From an optimization exercise on the open Yosys and OpenROAD flow, aimed at small area, a short achievable clock period and few clock cycles per item; shortcuts taken in it are not production practice. Only simulation tests tie the RTL to the original design; equivalence was not proved.

$ cat flow/design.v
module sha256_core (
    input  wire         clk,
    input  wire         rst,         
    input  wire         start,
    input  wire         init,
    input  wire [511:0] block,       
    output wire         ready,
    output reg          done,
    output wire [255:0] digest       
);
    localparam [255:0] IV = {32'h6a09e667, 32'hbb67ae85, 32'h3c6ef372, 32'ha54ff53a,
                             32'h510e527f, 32'h9b05688c, 32'h1f83d9ab, 32'h5be0cd19};
    reg [31:0] h0, h1, h2, h3, h4, h5, h6, h7;
    reg [31:0] a, b, c, d, e, f, g, h;
    reg [31:0] w [0:15];             
    reg [6:0]  t;                    
    reg        busy;
    reg        rdy;                  
    reg        use_iv;               
    reg        blk_iv;               
    assign ready  = rdy;
    assign digest = {h0, h1, h2, h3, h4, h5, h6, h7};
    wire [6:0] t_next = busy ? t + 7'd1 : 7'd0;
    reg [31:0] kr;
    always @(*) begin
        case (t[5:0])
            6'd0:  kr = 32'h428a2f98; 6'd1:  kr = 32'h71374491; 6'd2:  kr = 32'hb5c0fbcf; 6'd3:  kr = 32'he9b5dba5;
            6'd4:  kr = 32'h3956c25b; 6'd5:  kr = 32'h59f111f1; 6'd6:  kr = 32'h923f82a4; 6'd7:  kr = 32'hab1c5ed5;
            6'd8:  kr = 32'hd807aa98; 6'd9:  kr = 32'h12835b01; 6'd10: kr = 32'h243185be; 6'd11: kr = 32'h550c7dc3;
            6'd12: kr = 32'h72be5d74; 6'd13: kr = 32'h80deb1fe; 6'd14: kr = 32'h9bdc06a7; 6'd15: kr = 32'hc19bf174;
            6'd16: kr = 32'he49b69c1; 6'd17: kr = 32'hefbe4786; 6'd18: kr = 32'h0fc19dc6; 6'd19: kr = 32'h240ca1cc;
            6'd20: kr = 32'h2de92c6f; 6'd21: kr = 32'h4a7484aa; 6'd22: kr = 32'h5cb0a9dc; 6'd23: kr = 32'h76f988da;
            6'd24: kr = 32'h983e5152; 6'd25: kr = 32'ha831c66d; 6'd26: kr = 32'hb00327c8; 6'd27: kr = 32'hbf597fc7;
            6'd28: kr = 32'hc6e00bf3; 6'd29: kr = 32'hd5a79147; 6'd30: kr = 32'h06ca6351; 6'd31: kr = 32'h14292967;
            6'd32: kr = 32'h27b70a85; 6'd33: kr = 32'h2e1b2138; 6'd34: kr = 32'h4d2c6dfc; 6'd35: kr = 32'h53380d13;
            6'd36: kr = 32'h650a7354; 6'd37: kr = 32'h766a0abb; 6'd38: kr = 32'h81c2c92e; 6'd39: kr = 32'h92722c85;
            6'd40: kr = 32'ha2bfe8a1; 6'd41: kr = 32'ha81a664b; 6'd42: kr = 32'hc24b8b70; 6'd43: kr = 32'hc76c51a3;
            6'd44: kr = 32'hd192e819; 6'd45: kr = 32'hd6990624; 6'd46: kr = 32'hf40e3585; 6'd47: kr = 32'h106aa070;
            6'd48: kr = 32'h19a4c116; 6'd49: kr = 32'h1e376c08; 6'd50: kr = 32'h2748774c; 6'd51: kr = 32'h34b0bcb5;
            6'd52: kr = 32'h391c0cb3; 6'd53: kr = 32'h4ed8aa4a; 6'd54: kr = 32'h5b9cca4f; 6'd55: kr = 32'h682e6ff3;
            6'd56: kr = 32'h748f82ee; 6'd57: kr = 32'h78a5636f; 6'd58: kr = 32'h84c87814; 6'd59: kr = 32'h8cc70208;
            6'd60: kr = 32'h90befffa; 6'd61: kr = 32'ha4506ceb; 6'd62: kr = 32'hbef9a3f7; default: kr = 32'hc67178f2;
        endcase
    end
    function [63:0] csa(input [31:0] x, input [31:0] y, input [31:0] z);
        begin
            csa[63:32] = x ^ y ^ z;
            csa[31:0]  = {((x & y) | (x & z) | (y & z)), 1'b0} ;
        end
    endfunction
    wire [31:0] S1 = {e[5:0], e[31:6]} ^ {e[10:0], e[31:11]} ^ {e[24:0], e[31:25]};
    wire [31:0] CH = (e & f) ^ (~e & g);
    wire [31:0] S0 = {a[1:0], a[31:2]} ^ {a[12:0], a[31:13]} ^ {a[21:0], a[31:22]};
    wire [31:0] MJ = (a & b) ^ (a & c) ^ (b & c);
    wire [63:0] x   = csa(h, kr, w[0]);
    wire [63:0] a1  = csa(S1, CH, S0);
    wire [63:0] a2  = csa(x[63:32], x[31:0], MJ);
    wire [63:0] a3  = csa(a1[63:32], a1[31:0], a2[63:32]);
    wire [63:0] a4  = csa(a3[63:32], a3[31:0], a2[31:0]);
    wire [31:0] a_new = a4[63:32] + a4[31:0];
    wire [63:0] e1  = csa(S1, CH, d);
    wire [63:0] e2  = csa(e1[63:32], e1[31:0], x[63:32]);
    wire [63:0] e3  = csa(e2[63:32], e2[31:0], x[31:0]);
    wire [31:0] e_new = e3[63:32] + e3[31:0];
    wire [31:0] ws0  = {w[1][6:0], w[1][31:7]} ^ {w[1][17:0], w[1][31:18]} ^ (w[1] >> 3);
    wire [31:0] ws1  = {w[14][16:0], w[14][31:17]} ^ {w[14][18:0], w[14][31:19]} ^ (w[14] >> 10);
    wire [63:0] s1c  = csa(w[0], w[9], ws0);
    wire [63:0] s2c  = csa(s1c[63:32], s1c[31:0], ws1);
    wire [31:0] wnew = s2c[63:32] + s2c[31:0];
    reg [31:0] iva, ive;
    always @(*) begin
        case (t[1:0])
            2'd1:    begin iva = IV[159:128]; ive = IV[31:0];   end
            2'd2:    begin iva = IV[191:160]; ive = IV[63:32];  end
            2'd3:    begin iva = IV[223:192]; ive = IV[95:64];  end
            default: begin iva = IV[255:224]; ive = IV[127:96]; end
        endcase
    end
    wire [31:0] fa_sum = (blk_iv ? iva : h3) + a;
    wire [31:0] fe_sum = (blk_iv ? ive : h7) + e;
    wire ivsel = init | use_iv;
    wire rot   = busy & (t >= 7'd61);
    always @(posedge clk) begin
        if (rst) begin
            busy   <= 1'b0;
            rdy    <= 1'b1;
            done   <= 1'b0;
            use_iv <= 1'b1;
        end else begin
            done <= 1'b0;
            if (!busy) begin
                if (start) begin
                    busy   <= 1'b1;
                    rdy    <= 1'b0;
                    use_iv <= 1'b0;
                end
            end else begin
                if (t == 7'd64) begin
                    busy <= 1'b0;
                    rdy  <= 1'b1;
                    done <= 1'b1;
                end
            end
        end
    end
    integer i;
    always @(posedge clk) begin
        t  <= t_next;
        if (!busy) begin
            a <= ivsel ? IV[255:224] : h0;
            b <= ivsel ? IV[223:192] : h1;
            c <= ivsel ? IV[191:160] : h2;
            d <= ivsel ? IV[159:128] : h3;
            e <= ivsel ? IV[127:96]  : h4;
            f <= ivsel ? IV[95:64]   : h5;
            g <= ivsel ? IV[63:32]   : h6;
            h <= ivsel ? IV[31:0]    : h7;
            for (i = 0; i < 16; i = i + 1)
                w[i] <= block[511 - 32*i -: 32];
        end else begin
            a <= a_new;
            b <= a;
            c <= b;
            d <= c;
            e <= e_new;
            f <= e;
            g <= f;
            h <= g;
            for (i = 0; i < 15; i = i + 1)
                w[i] <= w[i + 1];
            w[15] <= wnew;
        end
    end
    always @(posedge clk) begin
        if (!busy)
            blk_iv <= ivsel;
        if (rot) begin
            h0 <= fa_sum; h1 <= h0; h2 <= h1; h3 <= h2;
            h4 <= fe_sum; h5 <= h4; h6 <= h5; h7 <= h6;
        end
    end
endmodule
$ cat flow/flow/run.sh
#!/bin/bash
# The standard layout, with each port buffered by a buf_1 instead of the
# flow's default port buffer, timing repair asked to leave 10.5 ns of setup
# slack so that it sizes the critical paths, and clock tree synthesis with
# larger sink clusters and no dummy loads. The make output is kept in
# flow_make.log.
set -euo pipefail
bash standard.sh "BUFFER_PORTS_ARGS=-buffer_cell sky130_fd_sc_hd__buf_1" SETUP_SLACK_MARGIN=10.5 \
  "CTS_ARGS=-sink_clustering_enable -repair_clock_nets -dont_use_dummy_load -sink_clustering_size 24 -sink_clustering_max_diameter 120" \
  finish > flow_make.log 2>&1
$ cat flow/standard.sh
#!/bin/bash
# synth_recipe.tcl (not shown) runs the flow's synth.tcl, then flattens the netlist and writes it again
# the make line also repeats each setting of config.mk as NAME=value (left out here)
make -C /OpenROAD-flow-scripts/flow DESIGN_CONFIG=/design/flow/config.mk WORK_HOME=/design/flow/orfs CLKGATE_MAP_FILE= SYNTH_SCRIPT=/design/flow/synth_recipe.tcl "${@:-finish}"
$ cat flow/config.mk
export PLATFORM = sky130hd
export DESIGN_NAME = sha256_core
export DESIGN_NICKNAME = sha256_core
export VERILOG_FILES = /design/flow/design.v
export SDC_FILE = /design/flow/constraint.sdc
export NUM_CORES = 4
export LEC_CHECK = 0
export ABC_AREA = 1
export CAP_MARGIN = 20
export CORE_MARGIN = 2
export CORE_UTILIZATION = 40
export PLACE_DENSITY = 0.6
export SLEW_MARGIN = 20
$ cat flow/constraint.sdc
create_clock -name core_clock -period 15.0 [get_ports {clk}]
set_input_delay 3.0000 -clock core_clock [delete_from_list [all_inputs] [get_ports {clk}]]
set_output_delay 3.0000 -clock core_clock [all_outputs]
set_load 0.01 [all_outputs]
==> flow_summary_export.csv <==
group,metric,value,unit
setup_path,r2r-end,"e[27]",
timing,worst_pin_slew,1100,ps
cells_and_area,drive_gt1_share,5.58,%
die,start_util,40.1,%
synth,ys_seq_elements,1068,
synth,synth-async-reset-ratio,0,%
global_routing,grt_max_degree,211,
timing,slew_headroom,26.4,%
die,rows,138,
cts,clock_latency,740,ps
cts,clock_sinks,1068,
setup_path,crit_start,"h0[6]",
routing,wl_met3,26.4,mm
placed_design,post-place-ws,9400,ps
die,dieArea,145000,um2
cts,cts_max_path_buffers,3,
die,pin_count,774,
routing,vias,51800,
routing,routed_wl,269,mm
cells_and_area,regMostFlops,"w",
worst_hold_path,hold_path_class,"flop to flop",
synth,synth.top_cells.by_area,"dfxtp_1 29%, nand2_1 16%, edfxtp_1 14%",
timing,hold_viol_final,0,
setup_path,reg2reg_setup_slack,10520,ps
cells_and_area,largest_register_ffs,512,
die,core,141000,um2
routing,via_per_inst,5.33,
synth,seq_area_frac_synth,42.3,%
routing,routed.top_layer,"met5",
cts,clockRootBuffer,"clkbuf_16",
global_routing,gr-total-overflow,0,
timing,period_share,29.9,%
routing,routedWlPerCell,27.7,um
global_routing,grt_pass1_vias,49000,
die,die_width,380,um
synth,synth.largest_area_cell,"dfxtp_1",
setup_path,critPathArrivalTime,1490,ps
setup_path,slowest_stage,"edfxtp_1",
setup_path,critPathMaxStageDelay,570,ps
setup_path,crit_chain,"buf_1",
synth,synth_ff_type,"dfxtp_1",
run,cap_viol_max_count,0,
setup_path,path_max_fanout,3,
setup_path,start_kind,"flop",
setup_path,regToRegStartpoint,"e[31]",
cells_and_area,finish.net_count,8757,
cells_and_area,final_common_cell,"nand2_1",
global_routing,grtUsageTotal,35.9,%
synth,yosysTopAreaCellShare,28.7,%
setup_path,worst_ep_required_time,12000,ps
timing,clock.fmax,223,MHz
cells_and_area,fin_util,45.5,%
setup_path,cp-endpoint,"digest[230]",
die,die_h,380,um
cts,path_clk_slew,100,ps
cts,cts_hold_buffers,0,
global_routing,grt_first_pass_wirelength,369,mm
synth,synth_nets,8081,
setup_path,end_kind,"output port",
setup_path,crit_family,"flip-flops",
placed_design,numPortBuffers,773,
routing,first_pass_iters,6,
status,outcome,"complete, no violations",
timing,rsz0062_at_grt,"true",
timing,maxSlewViolCount,0,
synth,synth_area,56600,um2
routing,wl_met2,115,mm
setup_path,cp.buffers_inverters,1,
timing,fin_setup_tns,0,ps
routing,drc,0,
synth,synthDistinctLibCells,52,
synth,synthCells,7123,
placed_design,post_dp_cell_area,61400,um2
cts,cts_tree,"yes",
routing,wl_met1,114,mm
timing,finalCriticalPeriod,4490,ps
setup_path,r2r_cells,16,
timing,skew,110,ps
synth,synth-edff-count,257,
cells_and_area,postLayoutCellArea,64200,um2
setup_path,crit_cells,1,
routing,postRouteAntennaNets,0,
cells_and_area,final_cell_mix,"2434 x nand2_1, 850 x inv_1, 773 x buf_1, 715 x dfxtp_1, 375 x o21ai_0",
synth,ys_warn_count,2,
global_routing,antenna_found_initial,24,
timing,finalSetupViolations,0,
setup_path,worst-setup-path-type,"flop to output port",
cts,cts_buffers,56,
routing,drt-initial-drc-count,5875,
placed_design,routabilityCongestion,1.03,
cells_and_area,syn_to_final_growth,13.4,%
synth,syn_avg_cell_area,7.95,um2
cts,htree_levels,2,
timing,setup_ws,10510,ps
placed_design,dp_hpwl,220,mm
## cells in the mapped netlist (3+ instances only)
library cell	number
inv_1	860
xor2_1	219
buf_1	8
o211ai_1	22
buf_2	24
clkbuf_1	188
o2111ai_1	5
fa_1	265
nand2_2	5
o22ai_1	19
nand4_1	59
nor2_1	397
xnor2_1	134
dfxtp_1	811
nor3_1	30
a22oi_1	19
nor2_2	8
nor4_1	6
nand3b_1	8
nand2_1	2450
a31oi_1	29
nand3_1	224
and3_1	3
a21oi_1	309
o31ai_1	4
a21boi_0	14
ha_1	177
o21bai_1	21
buf_4	3
or2_2	9
o21a_1	9
o21ai_1	33
o21ai_0	424
inv_2	10
edfxtp_1	257
o22a_1	9
a22o_1	10
a21o_1	21
## kinds of logic after synthesis
kind of cell / count (synthesis) / synth area share (%)
AO/OA/AOI/OAI: 957 / 9.27
AND/OR/NAND/NOR: 3207 / 22.3
buffers and inverters: 1096 / 7.36
flip-flops: 1068 / 42.3
adder cells (fa/ha/maj): 442 / 13.3
XOR/XNOR: 353 / 5.46
## stage by stage
stage,hold WS (ps),std cells
floorplan,403,7123
detailed placement,408,9609
CTS,377,9675
global route,397,9695
finish,381,9703
global placement,406,9609
## layout make-up
cell class / count / area, um2
antenna: 16 / 40.0
inverter: 871 / 3300
multi-input combinational: 4959 / 29400
tap: 1890 / 2360
clock buffer: 56 / 1400
fill: 14500 / 76800
timing repair buffer: 843 / 3500
sequential: 1068 / 24200
## how the worst min path moves through the flow
| stage | start | endpoint | slack, ps | cells after the start |
|---|---|---|---|---|
| 4_1_cts | w[15][12] | w[14][12] | 380 | 2 |
| 3_3_place_gp | w[10][2] | w[9][2] | 410 | 2 |
| 3_5_place_dp | w[15][9] | w[14][9] | 410 | 2 |
| 6_report | w[6][7] | w[5][7] | 380 | 2 |
| 5_1_grt | w[15][12] | w[14][12] | 400 | 2 |
| 2_1_floorplan | w[11][0] | w[10][0] | 400 | 2 |
## repair_timing
| action | 4_1_cts | 5_1_grt |
|---|---|---|
| pin swaps | 6 | 17 |
| setup buffers | 10 | 12 |
| gates resized for setup | 149 | 239 |
| endpoints found under the setup margin | 221 | 168 |
## layer usage
layer	track usage, %	vias to the layer above
met3	9.41	412
met4	14.7	14
met1	49.0	25000
li1	-	23700
met2	53.9	2634
met5	0	-
Testbench counts, summed over its fixed seeds: cycles 19,016, blocks 288.

## separate check: timing with driven ports
The results above use ideal ports. As a check the final layout listed here was re-extracted and re-timed, cells and wires unchanged.
Step 1: set_driving_cell puts a clkbuf_16 on clk and a buf_2 on each other input, an assumption about the parent block.
Step 2 moves the port delays by t, midway between the first and last clock arrival at a register: inputs arrive t later, outputs are due t later. That takes back most of the time a late clock gives input paths.
Slacks: ideal ports / drivers / drivers and shift; pairs: ideal ports / drivers.
t, ns: 0.774
slack for setup (ns): 10.512 / 10.422 / 9.904
hold slack, ns: 0.381 / 0.381 / 0.381
worst slew at a driven data input, ns: 0.14
pins driven straight from the clock port: 1
After both steps this run still meets setup and hold. The setup slack of this run moves by -0.090 ns with the drivers and by -0.608 ns with both steps.
